Source: an optimization exercise on an open RTL-to-GDS flow (aim: small area and a short achievable clock period). Production flows keep margins and buffers that such runs may drop. Only simulation tests tie the RTL to the original design; equivalence was not proved. No activity file was given, so power comes from the tool's default toggle rates.

===== design.v =====
module lens_fpu (
    input             clk,
    input             rst,
    input             f_mv,
    input      [3:0]  f_port,
    input      [31:0] f_data,
    output reg [31:0] f_out,
    output reg [4:0]  f_fl,
    output reg        f_done
);
    localparam QNAN = 32'h7FC0_0000;
    localparam FL_NV = 0, FL_DZ = 1, FL_OF = 2, FL_UF = 3, FL_NX = 4;
    reg [31:0] b;
    reg        v1;
    reg [3:0]  op1;
    reg [31:0] x1;
    reg [31:0] y1;
    wire trig = f_mv && (f_port == 4'd4 || f_port == 4'd5 || f_port == 4'd6 ||
                         f_port >= 4'd10);
    wire        xs = x1[31];
    wire [7:0]  xe = x1[30:23];
    wire [22:0] xf = x1[22:0];
    wire        ys = y1[31] ^ (op1 == 4'd5);     
    wire [7:0]  ye = y1[30:23];
    wire [22:0] yf = y1[22:0];
    wire x_nan  = (xe == 8'hFF) && (xf != 0);
    wire y_nan  = (ye == 8'hFF) && (yf != 0);
    wire x_snan = x_nan && !xf[22];
    wire y_snan = y_nan && !yf[22];
    wire x_inf  = (xe == 8'hFF) && (xf == 0);
    wire y_inf  = (ye == 8'hFF) && (yf == 0);
    wire x_zero = (xe == 0) && (xf == 0);
    wire y_zero = (ye == 0) && (yf == 0);
    wire [23:0] xm = {xe != 0, xf};
    wire [23:0] ym = {ye != 0, yf};
    wire [9:0]  xex = (xe == 0) ? 10'd1 : {2'b00, xe};
    wire [9:0]  yex = (ye == 0) ? 10'd1 : {2'b00, ye};
    function [36:0] round_pack;     
        input        s;
        input signed [11:0] exp;
        input [47:0] sig;
        input        st;
        reg   [47:0] m;
        reg          stk;
        reg   [11:0] sh;
        reg   [7:0]  ef;
        reg   [31:0] r;
        reg          tiny, inx, rup;
        reg   [4:0]  fl;
        begin
            m    = sig;
            stk  = st;
            tiny = 1'b0;
            ef   = 8'd0;
            if (exp < 12'sd1) begin
                tiny = 1'b1;
                sh = 12'd1 - exp;
                if (sh > 12'd48) begin
                    stk = stk | (|m);
                    m   = 48'd0;
                end else begin
                    stk = stk | (|(m & ~(48'hFFFF_FFFF_FFFF << sh)));
                    m   = m >> sh;
                end
                ef = 8'd0;
            end else if (exp >= 12'sd255) begin
                ef = 8'hFF;
            end else begin
                ef = exp[7:0];
            end
            fl = 5'd0;
            if (ef == 8'hFF) begin
                r  = {s, 8'hFF, 23'd0};
                fl[FL_OF] = 1'b1;
                fl[FL_NX] = 1'b1;
            end else begin
                inx = m[23] | (|m[22:0]) | stk;
                rup = m[23] & ((|m[22:0]) | stk | m[24]);
                r = {s, ef, m[46:24]} + {31'd0, rup};
                if (r[30:23] == 8'hFF) fl[FL_OF] = 1'b1;
                fl[FL_NX] = inx;
                fl[FL_UF] = tiny & inx;
            end
            round_pack = {fl, r};
        end
    endfunction
    wire        x_big = (xex > yex) || ((xex == yex) && (xm >= ym));
    wire        ls    = x_big ? xs  : ys;
    wire        ss    = x_big ? ys  : xs;
    wire [9:0]  le    = x_big ? xex : yex;
    wire [23:0] lm    = x_big ? xm  : ym;
    wire [23:0] sm    = x_big ? ym  : xm;
    wire [9:0]  ed    = x_big ? (xex - yex) : (yex - xex);
    wire        sub_e = ls ^ ss;
    wire [73:0] sm_w  = {sm, 50'd0};
    wire [73:0] sm_sh = (ed > 10'd50) ? 74'd0 : (sm_w >> ed);
    wire        a_stk = (ed > 10'd50) ? (sm != 0) : (|sm_sh[46:0]);
    wire [27:0] al    = {1'b0, lm, 3'b000};
    wire [27:0] as_   = {1'b0, sm_sh[73:47] | {26'd0, a_stk}};
    wire [27:0] sum   = sub_e ? (al - as_) : (al + as_);
    reg  [5:0]  lz;
    integer     j;
    always @(*) begin
        lz = 6'd28;
        for (j = 0; j < 28; j = j + 1)
            if (sum[j]) lz = 6'd27 - j[5:0];
    end
    wire [47:0] add_sig = {sum, 20'd0} << lz;
    wire signed [11:0] add_exp = $signed({2'b00, le}) + 12'sd1 - $signed({6'd0, lz});
    wire [36:0] add_rp = round_pack(ls, add_exp, add_sig, 1'b0);
    wire [47:0] prod = xm * ym;
    reg  [5:0]  plz;
    integer     k;
    always @(*) begin
        plz = 6'd48;
        for (k = 0; k < 48; k = k + 1)
            if (prod[k]) plz = 6'd47 - k[5:0];
    end
    wire [47:0] mul_sig = prod << plz;
    wire signed [11:0] mul_exp = $signed({2'b00, xex}) + $signed({2'b00, yex}) - 12'sd127 + 12'sd1
                                 - $signed({6'd0, plz});
    wire [36:0] mul_rp = round_pack(xs ^ y1[31], mul_exp, mul_sig, 1'b0);
    wire        i_neg = (op1 == 4'd13) && x1[31];
    wire [31:0] i_abs = i_neg ? -x1 : x1;
    reg  [5:0]  ilz;
    integer     m2;
    always @(*) begin
        ilz = 6'd32;
        for (m2 = 0; m2 < 32; m2 = m2 + 1)
            if (i_abs[m2]) ilz = 6'd31 - m2[5:0];
    end
    wire [47:0] i_sig = {i_abs, 16'd0} << ilz;
    wire signed [11:0] i_exp = 12'sd158 - $signed({6'd0, ilz});
    wire [36:0] i_rp = round_pack(i_neg, i_exp, i_sig, 1'b0);
    wire [9:0]  t_sh   = xex;
    wire [62:0] t_big  = {39'd0, xm} << ((t_sh > 10'd150) ? (t_sh - 10'd150) : 10'd0);
    wire [23:0] t_rs   = (t_sh >= 10'd150) ? xm :
                         ((10'd150 - t_sh) > 10'd24) ? 24'd0 : (xm >> (10'd150 - t_sh));
    wire        t_frac = (t_sh >= 10'd150) ? 1'b0 :
                         ((10'd150 - t_sh) > 10'd24) ? (xm != 0) :
                         ((xm & ~(24'hFF_FFFF << (10'd150 - t_sh))) != 0);
    wire        t_ovf  = (t_sh >= 10'd158);     
    wire [31:0] t_mag  = (t_sh > 10'd150) ? t_big[31:0] : {8'd0, t_rs};
    reg  [31:0] ftoi_r;
    reg  [4:0]  ftoi_f;
    always @(*) begin
        ftoi_f = 5'd0;
        if (x_nan) begin
            ftoi_r = 32'd0;
            ftoi_f[FL_NV] = 1'b1;
        end else if (t_ovf) begin
            if (xs && t_sh == 10'd158 && xf == 23'd0) begin
                ftoi_r = 32'h8000_0000;           
            end else begin
                ftoi_r = xs ? 32'h8000_0000 : 32'h7FFF_FFFF;
                ftoi_f[FL_NV] = 1'b1;
            end
        end else begin
            ftoi_r = xs ? -t_mag : t_mag;
            ftoi_f[FL_NX] = t_frac;
        end
    end
    wire any_nan  = x_nan | y_nan;
    wire any_snan = x_snan | y_snan;
    wire both_z   = x_zero & y_zero;
    wire c_eq     = !any_nan && ((x1 == y1) || both_z);
    wire c_lt     = !any_nan && !both_z &&
                    ((xs && !y1[31]) ||
                     (!xs && !y1[31] && (x1[30:0] < y1[30:0])) ||
                     (xs && y1[31] && (x1[30:0] > y1[30:0])));
    reg [31:0] res;
    reg [4:0]  fl;
    always @(*) begin
        res = 32'd0;
        fl  = 5'd0;
        case (op1)
            4'd4, 4'd5: begin
                if (x_nan || y_nan) begin
                    res = QNAN; fl[FL_NV] = x_snan | y_snan;
                end else if (x_inf && y_inf && (xs != ys)) begin
                    res = QNAN; fl[FL_NV] = 1'b1;
                end else if (x_inf) begin
                    res = {xs, 8'hFF, 23'd0};
                end else if (y_inf) begin
                    res = {ys, 8'hFF, 23'd0};
                end else if (sum == 28'd0) begin
                    res = {(xs & ys), 31'd0};
                end else begin
                    res = add_rp[31:0]; fl = add_rp[36:32];
                end
            end
            4'd6: begin
                if (x_nan || y_nan) begin
                    res = QNAN; fl[FL_NV] = x_snan | y_snan;
                end else if ((x_inf && y_zero) || (y_inf && x_zero)) begin
                    res = QNAN; fl[FL_NV] = 1'b1;
                end else if (x_inf || y_inf) begin
                    res = {xs ^ y1[31], 8'hFF, 23'd0};
                end else if (x_zero || y_zero) begin
                    res = {xs ^ y1[31], 31'd0};
                end else begin
                    res = mul_rp[31:0]; fl = mul_rp[36:32];
                end
            end
            4'd10: begin
                res = {31'd0, c_eq}; fl[FL_NV] = any_snan;
            end
            4'd11: begin
                res = {31'd0, c_lt}; fl[FL_NV] = any_nan;
            end
            4'd12: begin
                res = {31'd0, c_lt | c_eq}; fl[FL_NV] = any_nan;
            end
            4'd13, 4'd14: begin
                if (x1 == 32'd0) res = 32'd0;
                else begin res = i_rp[31:0]; fl = i_rp[36:32]; end
            end
            4'd15: begin
                res = ftoi_r; fl = ftoi_f;
            end
            default: ;
        endcase
    end
    always @(posedge clk) begin
        if (rst) begin
            b      <= 32'd0;
            v1     <= 1'b0;
            op1    <= 4'd0;
            x1     <= 32'd0;
            y1     <= 32'd0;
            f_out  <= 32'd0;
            f_fl   <= 5'd0;
            f_done <= 1'b0;
        end else begin
            if (f_mv && f_port == 4'd0) b <= f_data;
            v1 <= trig;
            if (trig) begin
                op1 <= f_port;
                x1  <= f_data;
                y1  <= b;
            end
            f_done <= v1;
            if (v1) begin
                f_out <= res;
                f_fl  <= fl;
            end
        end
    end
endmodule

===== run.sh =====
#!/bin/bash
# synth_recipe.tcl (not shown) runs the flow's synth.tcl, then flattens the netlist and writes it again
# the make line also repeats each setting of config.mk as NAME=value (left out here)
make -C /OpenROAD-flow-scripts/flow DESIGN_CONFIG=/design/flow/config.mk WORK_HOME=/design/flow/orfs CLKGATE_MAP_FILE= SYNTH_SCRIPT=/design/flow/synth_recipe.tcl finish

===== config.mk =====
export PLATFORM = sky130hd
export DESIGN_NAME = lens_fpu
export DESIGN_NICKNAME = lens_fpu
export VERILOG_FILES = /design/flow/design.v
export SDC_FILE = /design/flow/constraint.sdc
export NUM_CORES = 4
export LEC_CHECK = 0
export CAP_MARGIN = 20
export CORE_MARGIN = 2
export CORE_UTILIZATION = 40
export SLEW_MARGIN = 20

===== constraint.sdc =====
create_clock -name core_clock -period 17.0 [get_ports {clk}]
set_input_delay 3.4000 -clock core_clock [delete_from_list [all_inputs] [get_ports {clk}]]
set_output_delay 3.4000 -clock core_clock [all_outputs]
set_load 0.01 [all_outputs]

==> summary.txt <==
## power by group through the flow
stage | clock, mW | combinational [mW] | sequential, mW
global placement | 0 | 10.6 | 0.366
floorplan | 0 | 6.72 | 0.342
finish | 0.397 | 11.0 | 0.360
CTS | 0.402 | 10.4 | 0.358
global route | 0.410 | 11.4 | 0.360
detailed placement | 0 | 10.3 | 0.366
## cells in the final DEF (no fill, tap or decap), types with 63 or more instances in the layout
master	n
sky130_fd_sc_hd__a211oi_1	113
sky130_fd_sc_hd__a21o_1	85
sky130_fd_sc_hd__a21oi_1	626
sky130_fd_sc_hd__a31oi_1	100
sky130_fd_sc_hd__and2_1	488
sky130_fd_sc_hd__and3_1	81
sky130_fd_sc_hd__buf_4	405
sky130_fd_sc_hd__clkdlybuf4s50_1	74
sky130_fd_sc_hd__dfxtp_1	118
sky130_fd_sc_hd__fa_1	488
sky130_fd_sc_hd__ha_1	351
sky130_fd_sc_hd__inv_1	737
sky130_fd_sc_hd__mux2i_1	175
sky130_fd_sc_hd__nand2_1	1028
sky130_fd_sc_hd__nand2b_1	74
sky130_fd_sc_hd__nand3_1	252
sky130_fd_sc_hd__nand4_1	70
sky130_fd_sc_hd__nor2_1	700
sky130_fd_sc_hd__nor3_1	226
sky130_fd_sc_hd__nor4_1	73
sky130_fd_sc_hd__o211ai_1	96
sky130_fd_sc_hd__o21ai_0	462
sky130_fd_sc_hd__o22ai_1	102
sky130_fd_sc_hd__or3_1	72
sky130_fd_sc_hd__xnor2_1	162
sky130_fd_sc_hd__xor2_1	63
## state kept, by name, indices dropped and copies added (netlist names)
name,cells
x1,32
y1,32
v1,1
b,32
f_fl,4
f_done,1
f_out,32
op1,4
## synth_stat cells (27+ instances only)
master / count / area, um2
sky130_fd_sc_hd__nand2_1: 1030 / 3866
sky130_fd_sc_hd__inv_1: 738 / 2770
sky130_fd_sc_hd__nor2_1: 709 / 2661
sky130_fd_sc_hd__a21oi_1: 630 / 3153
sky130_fd_sc_hd__and2_1: 489 / 3059
sky130_fd_sc_hd__fa_1: 488 / 9769
sky130_fd_sc_hd__clkbuf_1: 472 / 1772
sky130_fd_sc_hd__o21ai_0: 468 / 2342
sky130_fd_sc_hd__ha_1: 354 / 4429
sky130_fd_sc_hd__nand3_1: 253 / 1266
sky130_fd_sc_hd__nor3_1: 232 / 1161
sky130_fd_sc_hd__mux2i_1: 176 / 1762
sky130_fd_sc_hd__xnor2_1: 170 / 1489
sky130_fd_sc_hd__dfxtp_1: 138 / 2763
sky130_fd_sc_hd__a211oi_1: 118 / 885.9
sky130_fd_sc_hd__o22ai_1: 102 / 638.1
sky130_fd_sc_hd__a31oi_1: 101 / 631.9
sky130_fd_sc_hd__o211ai_1: 96 / 720.7
sky130_fd_sc_hd__a21o_1: 85 / 638.1
sky130_fd_sc_hd__and3_1: 81 / 506.7
sky130_fd_sc_hd__nor4_1: 78 / 488.0
sky130_fd_sc_hd__nand2b_1: 75 / 469.2
sky130_fd_sc_hd__or3_1: 72 / 450.4
sky130_fd_sc_hd__nand4_1: 70 / 437.9
sky130_fd_sc_hd__xor2_1: 65 / 569.3
sky130_fd_sc_hd__o31ai_1: 63 / 473.0
sky130_fd_sc_hd__a221oi_1: 61 / 534.3
sky130_fd_sc_hd__o221ai_1: 60 / 525.5
sky130_fd_sc_hd__o21a_1: 59 / 442.9
sky130_fd_sc_hd__a22oi_1: 52 / 390.4
sky130_fd_sc_hd__buf_1: 50 / 187.7
sky130_fd_sc_hd__or2_2: 38 / 237.7
sky130_fd_sc_hd__mux2_2: 36 / 405.4
sky130_fd_sc_hd__mux4_2: 35 / 788.3
sky130_fd_sc_hd__nor2b_1: 35 / 219.0
sky130_fd_sc_hd__o2111ai_1: 35 / 306.5
sky130_fd_sc_hd__buf_2: 34 / 170.2
sky130_fd_sc_hd__o21ai_1: 30 / 150.1
sky130_fd_sc_hd__a32oi_1: 28 / 245.2
sky130_fd_sc_hd__a221o_1: 27 / 270.3
sky130_fd_sc_hd__buf_4: 27 / 202.7
## cell families (layout without fill, tap and decap cells)
logic type	after synthesis	after routing
AOI/OAI and AO/OA	2432	2432
other	1	6
buffers and inverters	1349	1270
DFF	138	138
and+or+nand+nor	3301	3301
muxes	252	252
xor gates and xnor gates	237	237
adders and majority gates	842	842
## layer usage
layer,global-route usage,vias to the layer above,routed length (um),share of wire
met1,0.5472,33790,130200,0.42
met5,0,-,47,0.00015
li1,-,30113,-,-
met3,0.07562,811,32320,0.10
met4,0.1749,8,16090,0.052
met2,0.5854,4311,129800,0.42
## timing repair
action,CTS,global route
buffers inserted,0,7
setup endpoints to repair,0,34
gates resized for setup,0,56
## final cells by class
| class | instances | area, um2 |
|---|---|---|
| Antenna cell | 5 | 12.51 |
| Clock buffer | 17 | 425.4 |
| Clock inverter | 15 | 151.4 |
| Fill cell | 15564 | 83570 |
| Inverter | 757 | 2845 |
| Multi-Input combinational cell | 7065 | 52000 |
| Sequential cell | 138 | 2788 |
| Tap cell | 1930 | 2415 |
| Timing Repair Buffer | 481 | 3800 |
## critical path, delay by kind of cell (launching register included)
kind	cells	cell delay [ns]
AOI/OAI and AO/OA	30	7.63
xor gates and xnor gates	1	0.27
adders and majority gates	4	1.38
buffers and inverters	3	0.79
DFF	1	0.62
muxes	2	0.79
and+or+nand+nor	18	4.51
## path summary, 6_finish.rpt
path                            start   endpoint  cells past startpoint
worst min register to register  b[18]     y1[18]                      2
worst min-delay path            b[18]     y1[18]                      2
worst max-delay path            y1[1]  f_out[27]                     58
worst max register to register  y1[1]  f_out[27]                     58
## stage by stage
| step | util | cell area [um2] | worst slack [ns] | power (mW) | instances |
|---|---|---|---|---|---|
| after floorplan | - | 59680 | 0.07676 | 7.060 | 8552 |
| after global placement | 0.4291 | 63520 | 0.6000 | 10.94 | 10363 |
| after detailed placement | 0.4293 | 63540 | 0.4621 | 10.71 | 10363 |
| after CTS | 0.4332 | 64120 | 0.3651 | 11.16 | 10395 |
| after global routing | 0.4353 | 64430 | -0.01371 | 12.18 | 10403 |
| final | 0.4354 | 64440 | 0.7807 | 11.72 | 10408 |
==> flow_results.xml <==
<?xml version="1.0" encoding="UTF-8"?>
<metrics>
  <group name="status">
    <metric name="outcome" unit="">finished clean</metric>
  </group>
  <group name="clock_network">
    <metric name="number_of_h_tree_branching_levels" unit="">4</metric>
    <metric name="clkLatencyLatePin" unit="ns">0.51</metric>
    <metric name="numClockSinks" unit="">138</metric>
    <metric name="clk_transition_reported_paths" unit="ns">0.07</metric>
    <metric name="master_cell_of_the_clock_root_buffer" unit="">sky130_fd_sc_hd__clkbuf_16</metric>
    <metric name="cts.path.max_buffers" unit="">2</metric>
    <metric name="postCtsHoldBufs" unit="">0</metric>
    <metric name="cts_buffers" unit="">17</metric>
    <metric name="tritoncts" unit="">built</metric>
  </group>
  <group name="synth">
    <metric name="ys.warnings.count" unit="">1</metric>
    <metric name="synthFlopType" unit="">sky130_fd_sc_hd__dfxtp_1</metric>
    <metric name="syn-cell-area" unit="mm2">0.05968</metric>
    <metric name="post_synth_and_or_nand_nor_area_fraction" unit="">0.2692</metric>
    <metric name="synth.net_count" unit="">9433</metric>
    <metric name="seq_area_frac_synth" unit="">0.04629</metric>
    <metric name="synth.area.mux_share" unit="">0.05091</metric>
    <metric name="synth_compound_area_frac" unit="">0.2721</metric>
    <metric name="main_combinational_cell_family_by_area_after_synthesis" unit="">compound AO/OA/AOI/OAI gates</metric>
    <metric name="yosys.area_share.xor_xnor" unit="">0.03503</metric>
    <metric name="synth-adder-area-share" unit="">0.2379</metric>
    <metric name="yosys.cell_types.count" unit="">125</metric>
    <metric name="syn-mean-instance-area" unit="um2">6.978</metric>
    <metric name="proportion_of_synthesized_flip_flops_having_asynchronous_set_or_reset" unit="">0</metric>
    <metric name="syn-instance-count" unit="">8552</metric>
    <metric name="number_of_enable_flip_flop_cells_after_synthesis" unit="">0</metric>
    <metric name="synth.ff_latch_count" unit="">138</metric>
  </group>
  <group name="pwr">
    <metric name="comb_power_share" unit="">0.935</metric>
    <metric name="p_per_area" unit="mW/mm2">181.8</metric>
    <metric name="power.internal" unit="mW">3.771</metric>
    <metric name="switchingPower" unit="mW">7.947</metric>
    <metric name="p_clk_frac" unit="">0.034</metric>
    <metric name="worst_ir_drop_vdd" unit="mV">0.4638</metric>
    <metric name="power_frac_seq" unit="">0.031</metric>
    <metric name="power_leakage" unit="nW">25.93</metric>
    <metric name="sw_frac_of_total" unit="">0.6782</metric>
  </group>
  <group name="timing">
    <metric name="timing_worst_slew_pin_value" unit="ns">1.310</metric>
    <metric name="final.setup_skew" unit="ns">0.02438</metric>
    <metric name="setup_tns" unit="ns">0</metric>
    <metric name="timing.max_slew.rel_slack" unit="">0.1216</metric>
    <metric name="finalHoldWorstSlack" unit="ns">0.4557</metric>
    <metric name="max_freq" unit="MHz">61.65</metric>
    <metric name="setup_viol" unit="">0</metric>
    <metric name="post-route-period-util" unit="">0.9541</metric>
    <metric name="final-hold-violation-count" unit="">0</metric>
    <metric name="max_slew_violation_count" unit="">0</metric>
    <metric name="min_period" unit="ns">16.22</metric>
  </group>
  <group name="worst_setup_path">
    <metric name="setup.worst_path.end_class" unit="">flip-flop</metric>
    <metric name="worst_path_largest_cell_delay" unit="ns">0.74</metric>
    <metric name="start_kind" unit="">flip-flop</metric>
    <metric name="worst-r2r-setup-slack" unit="ns">0.78</metric>
    <metric name="timing.critical_path.slowest_stage_cell" unit="">sky130_fd_sc_hd__o311ai_1</metric>
    <metric name="critical_path_class" unit="">flip-flop to flip-flop</metric>
    <metric name="critical_path_peak_fanout" unit="">16</metric>
    <metric name="cp_data_arrival_time" unit="ns">16.56</metric>
    <metric name="critPathRequiredTime" unit="ns">17.34</metric>
  </group>
  <group name="route">
    <metric name="avgViaCountPerCell" unit="">6.633</metric>
    <metric name="first_iter_violations" unit="">9141</metric>
    <metric name="routed_wl" unit="mm">308.5</metric>
    <metric name="detail_route.wl_per_cell" unit="um">29.64</metric>
    <metric name="route.vias.total" unit="">69033</metric>
    <metric name="detailedRoute.firstPassIterationCount" unit="">8</metric>
    <metric name="ant_nets" unit="">0</metric>
    <metric name="drc" unit="">0</metric>
  </group>
  <group name="die">
    <metric name="design.portCount" unit="">77</metric>
    <metric name="core" unit="mm2">0.1480</metric>
    <metric name="floorplan_die_area" unit="mm2">0.1523</metric>
    <metric name="die_width" unit="um">390.3</metric>
    <metric name="die_height" unit="um">390.3</metric>
    <metric name="row_count" unit="">141</metric>
    <metric name="start_util" unit="">0.4032</metric>
  </group>
  <group name="worst_hold_path">
    <metric name="hp-class" unit="">flip-flop to flip-flop</metric>
  </group>
  <group name="global_route">
    <metric name="first_pass_grt_wire_length" unit="mm">451.4</metric>
    <metric name="antenna_found_initial" unit="">8</metric>
    <metric name="sum_of_overflow_across_all_layers_after_global_routing" unit="">0</metric>
    <metric name="global_route.usage.total" unit="">0.3928</metric>
    <metric name="grt_start_max_net_pins" unit="">70</metric>
    <metric name="first_global_vias" unit="">65857</metric>
  </group>
  <group name="placed_design">
    <metric name="dp_hpwl" unit="mm">241.3</metric>
    <metric name="io_buffers" unit="">75</metric>
    <metric name="routabilityCongestion" unit="">1.039</metric>
  </group>
  <group name="cells_and_area">
    <metric name="syn2layout_area_growth" unit="%">7.984</metric>
    <metric name="finalNetCount" unit="">9341</metric>
    <metric name="final_layout_size_suffix_gt1_frac" unit="">0.08675</metric>
  </group>
  <group name="job">
    <metric name="cap_violations" unit="">0</metric>
  </group>
</metrics>

-- afterwards: timing with drivers on the ports --
The flow's constraints put no driver on any port. The routed layout listed below was extracted and timed again, unchanged, in two steps.
Step 1 (the two cells are an assumption about what drives the block):
set clk [get_ports {clk}]
set_driving_cell -lib_cell sky130_fd_sc_hd__clkbuf_16 $clk
set_driving_cell -lib_cell sky130_fd_sc_hd__buf_2 [delete_from_list [all_inputs] $clk]
Step 2 moves the port delays by t, midway between the first and last clock arrival at a register: inputs arrive t later, outputs are due t later. That takes back most of the time a late clock gives input paths.
a / b / c = ideal ports / drivers / drivers and shift; a / b = the first two.
t (ns): 0.565
setup slack, ns: 0.781 / 0.780 / 0.780
pins driven straight from the clock port: 1
After both steps setup and hold are still met in this run. For this run, drivers alone change the setup slack by -0.001 ns; drivers and shift together by -0.001 ns.
